This design comes from an exercise in tuning for small area, a short achievable clock period and few clock cycles per item on the open sky130 flow, not from production work. At most, simulation tests tie the RTL to the original design; equivalence was not proved. No driver is modelled on the clock port, so clock power and skew are understated where the tree is cut down; a real chip needs a root buffer or a tree. No activity file was given, so power comes from the tool's default toggle rates.

job 6861:
Design str_rebuild, start of the top module:
module str_rebuild (
  input         clk,
  input         rst,
  input         in_valid,
  output        in_ready,
  input  [31:0] in_data,
  input  [31:0] in_mask,
  output        out_valid,
  input         out_ready,
  output [1:0]  out_n,
  output [4:0]  out_role_a,
  output [31:0] out_data_a,
  output [4:0]  out_role_b,
  output [31:0] out_data_b
);
For scale: ~220 flip-flops, about 150 I/O pins, ~14000 sq um of cells after synthesis.
Settings: LEC_CHECK=0, ABC_AREA=1, CAP_MARGIN=20, CORE_MARGIN=2, CORE_UTILIZATION=50, CTS_CLUSTER_DIAMETER=60, CTS_CLUSTER_SIZE=30, PLACE_DENSITY=0.65, SETUP_SLACK_MARGIN=5, SLEW_MARGIN=20; clock period 8.0 ns.
standard.sh (not shown) runs the stock make flow with config.mk's settings and CLKGATE_MAP_FILE= SYNTH_SCRIPT=/design/flow/synth_recipe.tcl, a recipe that flattens the netlist after the stock synthesis.
==> flow/flow/run.sh <==
#!/bin/bash
# Standard ORFS layout (the standard.sh) with the port buffers placed as
# buf_2 cells instead of the smallest buffer-like cell.
set -euo pipefail
export BUFFER_PORTS_ARGS="-buffer_cell sky130_fd_sc_hd__buf_2"
bash standard.sh SETUP_SLACK_MARGIN=5.4 finish > standard.log 2>&1
> inputs changed (job 6861 -> job 1358)
==> flow/flow/run.sh <==
#!/bin/bash
# Standard ORFS layout (the standard.sh) with the port buffers placed as
# buf_2 cells instead of the smallest buffer-like cell.
set -euo pipefail
export BUFFER_PORTS_ARGS="-buffer_cell sky130_fd_sc_hd__buf_2"
bash standard.sh > standard.log 2>&1
Compared with job 6861, job 1358 shows a lower routability congestion estimate.
Going from job 6861 to job 1358, the final wirelength was found to have gone down by 1.1 mm.
Job 1358 vs job 6861 on final critical-path share of the clock period: job 1358 is the higher one.
Measured against each other, job 6861 and job 1358 differ in met1 wire length, the lower figure coming from job 1358.
[compare] base=job 6861 new=job 1358: met1 track demand over resource in global routing comparable; overall via count from detail_route now smaller; post-route non-filler standard cell count now smaller; routed length per instance now larger; number of ordinary and repair buffers in the finished layout now smaller.
Job 6861 leaves more setup margin than job 1358.
On worst hold margin, job 6861 and job 1358 are neck and neck.
## Diff of input files: job 5810 against job 1358
==> flow/flow/run.sh <==
#!/bin/bash
# Standard ORFS layout (the standard.sh) with the port buffers placed as
# buf_1 cells instead of the smallest buffer-like cell.
set -euo pipefail
export BUFFER_PORTS_ARGS="-buffer_cell sky130_fd_sc_hd__buf_1"
bash standard.sh > standard.log 2>&1
## What came out
Job 5810: PASS, flow complete, no timing, DRC or antenna violations. [job 5810 vs job 1358] combinational power: higher in job 5810. Job 5810 vs. job 1358: worst endpoint data arrival time went up by 90 ps. Re aggregate global-route resource usage: job 5810 and job 1358 aren't equal, and the lower value belongs to job 5810. Changes observed in job 5810 relative to job 1358: final-stage net count held, share of the core filled with cells -0.45 points. Job 5810 reports its timing startpoint of the critical path as ora[2] while job 1358 reports orb[0]. Re post-synthesis to final-layout area growth: job 5810 and job 1358 aren't equal, and the lower value belongs to job 5810. Relative to job 1358, flip-flop and latch share of the layout cell area increased by 0.29 points in job 5810. In the tables for job 5810 and job 1358, global-route wire length before repair reads lower with job 5810. Reported for job 5810 and job 1358, inverter count of the layout excluding clock inverters turned out identical to the last digit.
What job 7597 does differently from job 5810 at the input level:
==> flow/flow/run.sh <==
#!/bin/bash
# Standard ORFS layout (the standard.sh) with the port buffers placed as
# buf_2 cells instead of the smallest buffer-like cell.
set -euo pipefail
export BUFFER_PORTS_ARGS="-buffer_cell sky130_fd_sc_hd__buf_2"
bash standard.sh SETUP_SLACK_MARGIN=5.2 finish > standard.log 2>&1
Results
As far as number of sinks handled by clock tree synthesis is concerned, job 7597 and job 5810 perform about the same. Detailed route, job 7597 vs job 5810: via total higher for job 7597. Compared job 7597 vs job 5810, and wire length on met3 is up in job 7597. Fraction of standard cell area that is sequential ended up 1.3 points lower on job 7597 than on job 5810. The run showing the smaller worst-path maximum fanout is job 7597. Comparing routed wire length for job 7597 and job 5810, the smaller number came from job 5810. Looking at last element of the critical path, the out_data_a[7] result is from job 7597; the out_role_a[2] one comes from job 5810.
Function was not checked in any run of this note: the RTL went through the layout flow alone.

========
The RTL this note starts from:
==> flow/design.v <==
module str_rebuild (
  input         clk,
  input         rst,
  input         in_valid,
  output        in_ready,
  input  [31:0] in_data,
  input  [31:0] in_mask,
  output        out_valid,
  input         out_ready,
  output [1:0]  out_n,
  output [4:0]  out_role_a,
  output [31:0] out_data_a,
  output [4:0]  out_role_b,
  output [31:0] out_data_b
);
  function [7:0] gf_mul(input [7:0] a, input [7:0] b);
    integer i;
    reg [7:0] p, t;
    begin
      p = 8'h00;
      t = a;
      for (i = 0; i < 8; i = i + 1) begin
        if (b[i]) p = p ^ t;
        t = {t[6:0], 1'b0} ^ (t[7] ? 8'h1D : 8'h00);
      end
      gf_mul = p;
    end
  endfunction
  function [7:0] gf_div2(input [7:0] a);
    gf_div2 = {1'b0, a[7:1]} ^ (a[0] ? 8'h8E : 8'h00);
  endfunction
  function [7:0] ainv(input [4:0] k);
    reg [31:0] t0, t1, t2, t3, t4, t5, t6, t7;
    begin
      t0 = 32'h09FE178D;
      t1 = 32'h84FF0BC6;
      t2 = 32'h4B81926E;
      t3 = 32'h2C3EDEBA;
      t4 = 32'h9FE178D0;
      t5 = 32'h4FF0BC68;
      t6 = 32'h27F85E34;
      t7 = 32'h13FC2F1A;
      ainv = {t7[k], t6[k], t5[k], t4[k], t3[k], t2[k], t1[k], t0[k]};
    end
  endfunction
  function [7:0] wtab(input [4:0] k);
    reg [31:0] t0, t1, t2, t3, t4, t5, t6, t7;
    begin
      t0 = 32'h1FD6E992;
      t1 = 32'h5F9D8454;
      t2 = 32'h524738EE;
      t3 = 32'hBE228668;
      t4 = 32'hD4D20CDA;
      t5 = 32'h0C7D2F36;
      t6 = 32'hD0BB6CF2;
      t7 = 32'h3EF2F72E;
      wtab = {t7[k], t6[k], t5[k], t4[k], t3[k], t2[k], t1[k], t0[k]};
    end
  endfunction
  reg        rdy_r;
  reg [4:0]  role;
  reg [31:2] mask_r;
  reg        e0;           
  reg        er_r;
  reg [1:0]  ecnt;
  reg [4:0]  px, py;
  reg [31:0] ps, h;
  reg  first, last;        
  wire accept = in_valid && rdy_r;
  wire drop0  = (role == 5'd1) && e0;
  wire [4:0] role_n = accept ? role + 5'd1 : role;
  wire [31:0] mm = {mask_r, 2'b00};
  always @(posedge clk) begin
    if (first) begin
      mask_r <= in_mask[31:2];
      e0     <= in_mask[0];
      er_r   <= in_mask[1];
    end else if (accept) begin
      er_r   <= mm[role + 5'd1];
    end
  end
  reg [1:0] ecnt_t;
  reg [4:0] px_t, py_t;
  always @(*) begin
    ecnt_t = ecnt;
    px_t   = px;
    py_t   = py;
    if (er_r) begin
      if (ecnt == 2'd0) px_t = role;
      if (ecnt == 2'd1) py_t = role;
      if (ecnt != 2'd3) ecnt_t = ecnt + 2'd1;
    end
  end
  always @(posedge clk) begin
    if (accept) begin
      if (first) begin
        ecnt <= {1'b0, in_mask[0]};
        px   <= 5'd0;
        py   <= 5'd0;
      end else begin
        ecnt <= ecnt_t;
        px   <= px_t;
        py   <= py_t;
      end
    end
  end
  wire        clr    = accept && (first || drop0);
  wire        keep = accept && (first || !er_r);
  wire [31:0] dg   = in_data & {32{keep}};
  wire [31:0] hm = h & {32{!(first || drop0)}};
  integer b;
  always @(posedge clk) begin
    ps <= (ps & {32{!clr}}) ^ dg;
    if (accept && role < 5'd30)
      for (b = 0; b < 4; b = b + 1)
        h[8*b +: 8] <= gf_div2(hm[8*b +: 8]) ^ dg[8*b +: 8];
  end
  reg [31:0] qs;
  always @(*)
    for (b = 0; b < 4; b = b + 1)
      qs[8*b +: 8] = gf_mul(h[8*b +: 8], 8'h30) ^ (er_r ? 8'h00 : in_data[8*b +: 8]);
  reg        busy, ov;
  reg [2:0]  sub;          
  reg [1:0]  lane;
  reg [1:0]  on_r;
  reg [4:0]  ora, orb;
  reg [31:0] ra, rb;
  reg [7:0]  mo_r;
  wire lden = last && rdy_r;
  wire load = accept && last;
  wire two   = (on_r == 2'd2);
  wire c_pq  = two && (ora == 5'd30);
  wire c_xq  = two && (orb == 5'd31) && !c_pq;
  wire c_xp  = two && (orb == 5'd30);
  wire c_xy  = two && (orb < 5'd30);
  wire c_q   = (on_r == 2'd1) && (ora == 5'd31);
  wire c_one = (on_r == 2'd1) && !c_q;
  wire [2:0] sub_n = (sub == 3'd6 || sub == 3'd5) ? 3'd0 : sub + 3'd1;
  wire       sel_k2 = (sub == 3'd2 || sub == 3'd3);
  wire       sel_lo = (sub == 3'd0 || sub == 3'd3);
  wire [4:0] tidx   = sel_k2 ? ~ora : (c_xy ? orb : ora);
  wire [7:0] tinv   = ainv(tidx);
  reg  [7:0] coef_n;
  reg  [3:0] nib;
  always @(*) begin
    if (sel_k2)
      coef_n = c_xy ? wtab(orb - ora) : (c_xq ? tinv : 8'h01);
    else
      coef_n = (c_xy || c_xp || c_xq) ? tinv : 8'h01;
  end
  wire [7:0] a0    = ra[7:0];
  wire [7:0] b0    = rb[7:0];
  wire       lo    = (sub == 3'd1 || sub == 3'd4);
  wire [7:0] m     = c_xq ? gf_mul(mo_r, 8'hC0) : mo_r;
  wire       s1    = c_xy || c_xq;
  wire       sva   = c_xy || c_xp || c_q;    
  wire       svb   = c_xy || c_xp;           
  wire       keepa = two || c_one;           
  wire       keepb = two;                    
  wire [7:0] va    = sva ? m : (a0 & {8{keepa}});
  wire [7:0] vb    = svb ? (a0 ^ m) : (m & {8{keepb}});
  wire [1:0] ecnt_l = ecnt_t;
  wire       many   = (ecnt_l == 2'd3);
  always @(posedge clk) begin
    mo_r <= gf_mul(mo_r & {8{lo}}, 8'h10) ^ gf_mul(b0, {4'd0, nib});
    nib  <= sel_lo ? coef_n[3:0] : coef_n[7:4];
  end
  always @(posedge clk) begin
    if (lden) begin
      ra   <= ps;
      rb   <= qs;
      on_r <= ecnt_l;
      ora  <= many ? 5'd0 : px_t;
      orb  <= many ? 5'd0 : py_t;
    end else if (busy) begin
      if (sub == 3'd5) begin
        ra <= {va, ra[31:8]};
        rb <= {vb, rb[31:8]};
      end else if (sub == 3'd2) begin
        rb[7:0] <= mo_r ^ (a0 & {8{s1}});
      end
    end
  end
  wire done   = busy && (lane == 2'd3) && (sub == 3'd5);
  wire ov_n   = done || (ov && !out_ready);
  wire busy_n = load || (busy && !done);
  always @(posedge clk) begin
    if (rst) begin
      role  <= 5'd0;
      first <= 1'b1;
      last  <= 1'b0;
      busy  <= 1'b0;
      ov    <= 1'b0;
      rdy_r <= 1'b1;
    end else begin
      role  <= role_n;
      first <= (role_n == 5'd0);
      last  <= (role_n == 5'd31);
      busy  <= busy_n;
      ov    <= ov_n;
      rdy_r <= !((role_n == 5'd31) && (busy_n || ov_n));
    end
    if (load) begin
      sub  <= 3'd6;
      lane <= 2'd0;
    end else if (busy) begin
      sub  <= sub_n;
      if (sub == 3'd5) lane <= lane + 2'd1;
    end
  end
  assign in_ready   = rdy_r;
  assign out_valid  = ov;
  assign out_n      = on_r;
  assign out_role_a = ora;
  assign out_data_a = ra;
  assign out_role_b = orb;
  assign out_data_b = rb;
endmodule
==> flow/config.mk <==
export PLATFORM = sky130hd
export DESIGN_NAME = str_rebuild
export DESIGN_NICKNAME = str_rebuild
export VERILOG_FILES = /design/flow/design.v
export SDC_FILE = /design/flow/constraint.sdc
export NUM_CORES = 4
export LEC_CHECK = 0
export ABC_AREA = 1
export CAP_MARGIN = 20
export CORE_MARGIN = 2
export CORE_UTILIZATION = 55
export PLACE_DENSITY = 0.7
export SETUP_SLACK_MARGIN = 5
export SLEW_MARGIN = 20
==> flow/constraint.sdc <==
create_clock -name core_clock -period 8.0 [get_ports {clk}]
set_input_delay 1.6000 -clock core_clock [delete_from_list [all_inputs] [get_ports {clk}]]
set_output_delay 1.6000 -clock core_clock [all_outputs]
set_load 0.01 [all_outputs]
==> flow/flow/run.sh <==
#!/bin/bash
# Standard ORFS layout (the standard.sh) with three changes:
#  - the port buffers are buf_2 cells instead of the smallest buffer-like cell;
#  - the clock tree is built by flow/mtree.tcl (hooked in as PRE_CTS_TCL) in
#    place of TritonCTS: the clock port drives four clkbuf_16, one per
#    quadrant of the flip-flops, each driving four clkbuf_8, one per
#    sub-quadrant (every flip-flop is two equal buffers from the port);
#  - repair_timing aims at a 5.35 ns setup margin (a 2.65 ns period).
set -euo pipefail
export BUFFER_PORTS_ARGS="-buffer_cell sky130_fd_sc_hd__buf_2"
export PRE_CTS_TCL="$PWD/flow/mtree.tcl"
bash standard.sh SETUP_SLACK_MARGIN=5.35 finish > standard.log 2>&1
==> flow/flow/mtree.tcl <==
# Two-level clock tree: the clock port drives 4 clkbuf_16 (one per quadrant
# of the flip-flops), each of which drives 4 clkbuf_8 (one per sub-quadrant).
proc split2 {lst idx} {
  set s [lsort -integer -index $idx $lst]
  set n [llength $s]
  return [list [lrange $s 0 [expr {$n/2-1}]] [lrange $s [expr {$n/2}] end]]
}
proc quads {lst} {
  set out {}
  foreach h [split2 $lst 0] { foreach q [split2 $h 1] { lappend out $q } }
  return $out
}
proc centroid {lst} {
  set sx 0; set sy 0
  foreach e $lst { incr sx [lindex $e 0]; incr sy [lindex $e 1] }
  set n [llength $lst]
  return [list [expr {$sx/$n}] [expr {$sy/$n}]]
}
proc build_mtree {} {
  set block [ord::get_db_block]
  set clknet [$block findNet clk]
  set master [[ord::get_db] findMaster sky130_fd_sc_hd__clkbuf_16]
  set master2 [[ord::get_db] findMaster sky130_fd_sc_hd__clkbuf_8]
  set lst {}
  foreach it [$clknet getITerms] {
    if {[$it isInputSignal]} {
      set loc [[$it getInst] getLocation]
      lappend lst [list [lindex $loc 0] [lindex $loc 1] $it]
    }
  }
  puts "mtree: [llength $lst] clock sinks"
  set g 0
  foreach q [quads $lst] {
    set n1 [odb::dbNet_create $block "clknet_q$g"]
    $n1 setSigType CLOCK
    set b1 [odb::dbInst_create $block $master "clkbuf_q$g"]
    set l2locs {}
    set k 0
    foreach sq [quads $q] {
      set n2 [odb::dbNet_create $block "clknet_q${g}_$k"]
      $n2 setSigType CLOCK
      set b2 [odb::dbInst_create $block $master2 "clkbuf_q${g}_$k"]
      foreach e $sq { set it [lindex $e 2]; $it disconnect; $it connect $n2 }
      set c [centroid $sq]
      $b2 setLocation [lindex $c 0] [lindex $c 1]
      $b2 setPlacementStatus PLACED
      [$b2 findITerm A] connect $n1
      [$b2 findITerm X] connect $n2
      lappend l2locs [list [lindex $c 0] [lindex $c 1]]
      incr k
    }
    set c [centroid $l2locs]
    $b1 setLocation [lindex $c 0] [lindex $c 1]
    $b1 setPlacementStatus PLACED
    [$b1 findITerm A] connect $clknet
    [$b1 findITerm X] connect $n1
    incr g
  }
}

# Used as ORFS's PRE_CTS_TCL hook: build the tree above, then make the CTS
# step's clock_tree_synthesis call a no-op so the rest of the step (placement
# legalization, timing repair) runs on this tree.
build_mtree
proc clock_tree_synthesis {args} {
  puts "clock_tree_synthesis skipped: two-level clock tree built by mtree.tcl"
}
Testbench counts at the start, summed over its fixed seeds: cycles 61,648, columns 1,920.
Edit:
==> flow/flow/run.sh (replaced) <==
#!/bin/bash
# Standard ORFS layout (the standard.sh) with three changes:
#  - the port buffers are buf_2 cells instead of the smallest buffer-like cell;
#  - the clock tree is built by flow/mtree.tcl (hooked in as PRE_CTS_TCL) in
#    place of TritonCTS: the clock port drives four clkbuf_16, one per
#    quadrant of the flip-flops, each driving four clkbuf_16, one per
#    sub-quadrant (every flip-flop is two equal buffers from the port);
#  - repair_timing aims at a 5.25 ns setup margin (a 2.75 ns period).
set -euo pipefail
export BUFFER_PORTS_ARGS="-buffer_cell sky130_fd_sc_hd__buf_2"
export PRE_CTS_TCL="$PWD/flow/mtree.tcl"
bash standard.sh SETUP_SLACK_MARGIN=5.25 finish > standard.log 2>&1
--- a/flow/flow/mtree.tcl
+++ b/flow/flow/mtree.tcl
@@ -1,4 +1,4 @@
 # Two-level clock tree: the clock port drives 4 clkbuf_16 (one per quadrant
-# of the flip-flops), each of which drives 4 clkbuf_8 (one per sub-quadrant).
+# of the flip-flops), each of which drives 4 clkbuf_16 (one per sub-quadrant).
 proc split2 {lst idx} {
   set s [lsort -integer -index $idx $lst]
@@ -21,5 +21,4 @@
   set clknet [$block findNet clk]
   set master [[ord::get_db] findMaster sky130_fd_sc_hd__clkbuf_16]
-  set master2 [[ord::get_db] findMaster sky130_fd_sc_hd__clkbuf_8]
   set lst {}
   foreach it [$clknet getITerms] {
@@ -40,5 +39,5 @@
       set n2 [odb::dbNet_create $block "clknet_q${g}_$k"]
       $n2 setSigType CLOCK
-      set b2 [odb::dbInst_create $block $master2 "clkbuf_q${g}_$k"]
+      set b2 [odb::dbInst_create $block $master "clkbuf_q${g}_$k"]
       foreach e $sq { set it [lindex $e 2]; $it disconnect; $it connect $n2 }
       set c [centroid $sq]
CORE_UTILIZATION = 60   (was 55)
CTS_CLUSTER_DIAMETER = 60   (was unset)
CTS_CLUSTER_SIZE = 30   (was unset)
PLACE_DENSITY = 0.75   (was 0.7)
Routed wire length is about the same; sequential power hardly moves; clock skew is lower by 0.0036 ns; combinational power barely changes.
Edit:
==> flow/flow/run.sh (replaced) <==
#!/bin/bash
# Standard ORFS layout (the standard.sh) with three changes:
#  - the port buffers are buf_2 cells instead of the smallest buffer-like cell;
#  - the clock tree is built by flow/mtree.tcl (hooked in as PRE_CTS_TCL) in
#    place of TritonCTS: the clock port drives four clkbuf_16, one per
#    quadrant of the flip-flops, each driving four clkbuf_8, one per
#    sub-quadrant (every flip-flop is two equal buffers from the port);
#  - repair_timing aims at a 5.35 ns setup margin (a 2.65 ns period).
set -euo pipefail
export BUFFER_PORTS_ARGS="-buffer_cell sky130_fd_sc_hd__buf_2"
export PRE_CTS_TCL="$PWD/flow/mtree.tcl"
bash standard.sh SETUP_SLACK_MARGIN=5.50 finish > standard.log 2>&1
--- a/flow/flow/mtree.tcl
+++ b/flow/flow/mtree.tcl
@@ -1,4 +1,4 @@
 # Two-level clock tree: the clock port drives 4 clkbuf_16 (one per quadrant
-# of the flip-flops), each of which drives 4 clkbuf_16 (one per sub-quadrant).
+# of the flip-flops), each of which drives 4 clkbuf_8 (one per sub-quadrant).
 proc split2 {lst idx} {
   set s [lsort -integer -index $idx $lst]
@@ -21,4 +21,5 @@
   set clknet [$block findNet clk]
   set master [[ord::get_db] findMaster sky130_fd_sc_hd__clkbuf_16]
+  set master2 [[ord::get_db] findMaster sky130_fd_sc_hd__clkbuf_8]
   set lst {}
   foreach it [$clknet getITerms] {
@@ -39,5 +40,5 @@
       set n2 [odb::dbNet_create $block "clknet_q${g}_$k"]
       $n2 setSigType CLOCK
-      set b2 [odb::dbInst_create $block $master "clkbuf_q${g}_$k"]
+      set b2 [odb::dbInst_create $block $master2 "clkbuf_q${g}_$k"]
       foreach e $sq { set it [lindex $e 2]; $it disconnect; $it connect $n2 }
       set c [centroid $sq]
The new run finished with timing, DRC and antenna clean.
Total power decreases by about 3%.
Via count increases by 6.0%.
Final area increases by about 8%.
Setup slack improves by 0.036 ns.
Combinational power increases by about 10%.
Area after synthesis stays the same.
Synthesized cell count stays the same.
Clock power decreases by about 24%.
Utilization increases by 5.6 points.
Wire length increases by 8.1%.
Edit:
--- a/flow/flow/run.sh
+++ b/flow/flow/run.sh
@@ -10,3 +10,3 @@
 export BUFFER_PORTS_ARGS="-buffer_cell sky130_fd_sc_hd__buf_2"
 export PRE_CTS_TCL="$PWD/flow/mtree.tcl"
-bash standard.sh SETUP_SLACK_MARGIN=5.50 finish > standard.log 2>&1
+bash standard.sh SETUP_SLACK_MARGIN=5.40 finish > standard.log 2>&1
Result: The changed run completed without violations. Global-route usage shrinks by 0.90 points. Final cell count came out lower by about 3%. Core utilization decreases by 3.9 points. Via count shrinks by 4.3%. Wire length shrinks by 7.1%. Power fell by about 2%. Sequential power hardly moves. Cell area drops by 5.2%. Sequential share of layout area came out higher by 2.0 points. Area after synthesis is unchanged. Hold slack gets worse by 0.012 ns.
Edit:
==> flow/flow/run.sh (replaced) <==
#!/bin/bash
# Standard ORFS layout (the standard.sh) with three changes:
#  - the port buffers are buf_2 cells instead of the smallest buffer-like cell;
#  - the clock tree is built by flow/mtree.tcl (hooked in as PRE_CTS_TCL) in
#    place of TritonCTS: the clock port drives four clkbuf_16, one per
#    quadrant of the flip-flops, each driving four clkbuf_16, one per
#    sub-quadrant (every flip-flop is two equal buffers from the port);
#  - repair_timing aims at a 5.25 ns setup margin (a 2.75 ns period).
set -euo pipefail
export BUFFER_PORTS_ARGS="-buffer_cell sky130_fd_sc_hd__buf_2"
export PRE_CTS_TCL="$PWD/flow/mtree.tcl"
bash standard.sh SETUP_SLACK_MARGIN=5.35 finish > standard.log 2>&1
--- a/flow/flow/mtree.tcl
+++ b/flow/flow/mtree.tcl
@@ -1,4 +1,4 @@
 # Two-level clock tree: the clock port drives 4 clkbuf_16 (one per quadrant
-# of the flip-flops), each of which drives 4 clkbuf_8 (one per sub-quadrant).
+# of the flip-flops), each of which drives 4 clkbuf_16 (one per sub-quadrant).
 proc split2 {lst idx} {
   set s [lsort -integer -index $idx $lst]
@@ -21,5 +21,4 @@
   set clknet [$block findNet clk]
   set master [[ord::get_db] findMaster sky130_fd_sc_hd__clkbuf_16]
-  set master2 [[ord::get_db] findMaster sky130_fd_sc_hd__clkbuf_8]
   set lst {}
   foreach it [$clknet getITerms] {
@@ -40,5 +39,5 @@
       set n2 [odb::dbNet_create $block "clknet_q${g}_$k"]
       $n2 setSigType CLOCK
-      set b2 [odb::dbInst_create $block $master2 "clkbuf_q${g}_$k"]
+      set b2 [odb::dbInst_create $block $master "clkbuf_q${g}_$k"]
       foreach e $sq { set it [lindex $e 2]; $it disconnect; $it connect $n2 }
       set c [centroid $sq]
After rerunning: The changed run produced a clean layout. First-iteration DRC count drops by 2.5%. Flip-flop and latch count is unchanged. Hold slack hardly moves.
Edit:
--- a/flow/flow/run.sh
+++ b/flow/flow/run.sh
@@ -6,5 +6,5 @@
 #    quadrant of the flip-flops, each driving four clkbuf_16, one per
 #    sub-quadrant (every flip-flop is two equal buffers from the port);
-#  - repair_timing aims at a 5.25 ns setup margin (a 2.75 ns period).
+#  - repair_timing aims at a 5.35 ns setup margin (a 2.65 ns period).
 set -euo pipefail
 export BUFFER_PORTS_ARGS="-buffer_cell sky130_fd_sc_hd__buf_2"
--- a/flow/flow/mtree.tcl
+++ b/flow/flow/mtree.tcl
@@ -1,4 +1,4 @@
 # Two-level clock tree: the clock port drives 4 clkbuf_16 (one per quadrant
-# of the flip-flops), each of which drives 4 clkbuf_16 (one per sub-quadrant).
+# of the flip-flops), each of which drives 4 clkbuf_8 (one per sub-quadrant).
 proc split2 {lst idx} {
   set s [lsort -integer -index $idx $lst]
@@ -21,4 +21,5 @@
   set clknet [$block findNet clk]
   set master [[ord::get_db] findMaster sky130_fd_sc_hd__clkbuf_16]
+  set master2 [[ord::get_db] findMaster sky130_fd_sc_hd__clkbuf_8]
   set lst {}
   foreach it [$clknet getITerms] {
@@ -39,5 +40,5 @@
       set n2 [odb::dbNet_create $block "clknet_q${g}_$k"]
       $n2 setSigType CLOCK
-      set b2 [odb::dbInst_create $block $master "clkbuf_q${g}_$k"]
+      set b2 [odb::dbInst_create $block $master2 "clkbuf_q${g}_$k"]
       foreach e $sq { set it [lindex $e 2]; $it disconnect; $it connect $n2 }
       set c [centroid $sq]
Wire length shrinks slightly; maximum frequency shrinks slightly; cell area shrinks slightly; sequential cell count stays the same; final cell count is about the same; worst setup slack degrades by 0.011 ns; core utilization shrinks by 0.80 points; power shrinks by a few percent; register-to-register slack is about the same.
No run of this note takes its clock network from TritonCTS; it comes from the design's own scripts or RTL.

what the ideal ports hide:
The results above use ideal ports. As a check the final layouts listed here were re-extracted and re-timed, cells and wires unchanged.
Step 1: set_driving_cell puts a clkbuf_16 on clk and a buf_2 on each other input, an assumption about the parent block.
Step 2 times the ports against the registers' clock, not the clock port: input delays grow and output delays shrink by t, the midpoint of the rising clock arrivals with the driver on.
Three values: ideal ports, drivers, drivers and shift; two values: the first two.
| run | t, ns | setup WS [ns] | worst setup path at the end | slew at the worst register clock pin (ns) |
|---|---|---|---|---|
| job 6861 | 0.573 | 5.189 / 5.140 / 4.990 | input to register | 0.07 / 0.07 |
| job 1358 | 0.570 | 5.118 / 5.066 / 4.743 | input to register | 0.09 / 0.09 |
| job 5810 | 0.587 | 5.033 / 4.981 / 4.636 | input to register | 0.08 / 0.08 |
| job 7597 | 0.585 | 5.151 / 5.101 / 4.850 | input to register | 0.08 / 0.08 |
| the first run of note 2 | 0.393 | 5.372 / 5.273 / 5.124 | input to register | 0.10 / 0.10 |
| the second run of note 2 | 0.390 | 5.306 / 5.208 / 5.091 | input to register | 0.07 / 0.07 |
| the third run of note 2 | 0.385 | 5.342 / 5.248 / 5.117 | input to register | 0.10 / 0.10 |
| the fourth run of note 2 | 0.384 | 5.395 / 5.299 / 5.161 | input to register | 0.10 / 0.10 |
| the fifth run of note 2 | 0.387 | 5.373 / 5.278 / 5.122 | input to register | 0.07 / 0.07 |
| the sixth run of note 2 | 0.389 | 5.362 / 5.266 / 5.102 | input to register | 0.10 / 0.10 |
After both steps every run listed still meets setup and hold. For job 5810, which loses most, drivers alone change the setup slack by -0.052 ns; drivers and shift together by -0.397 ns.
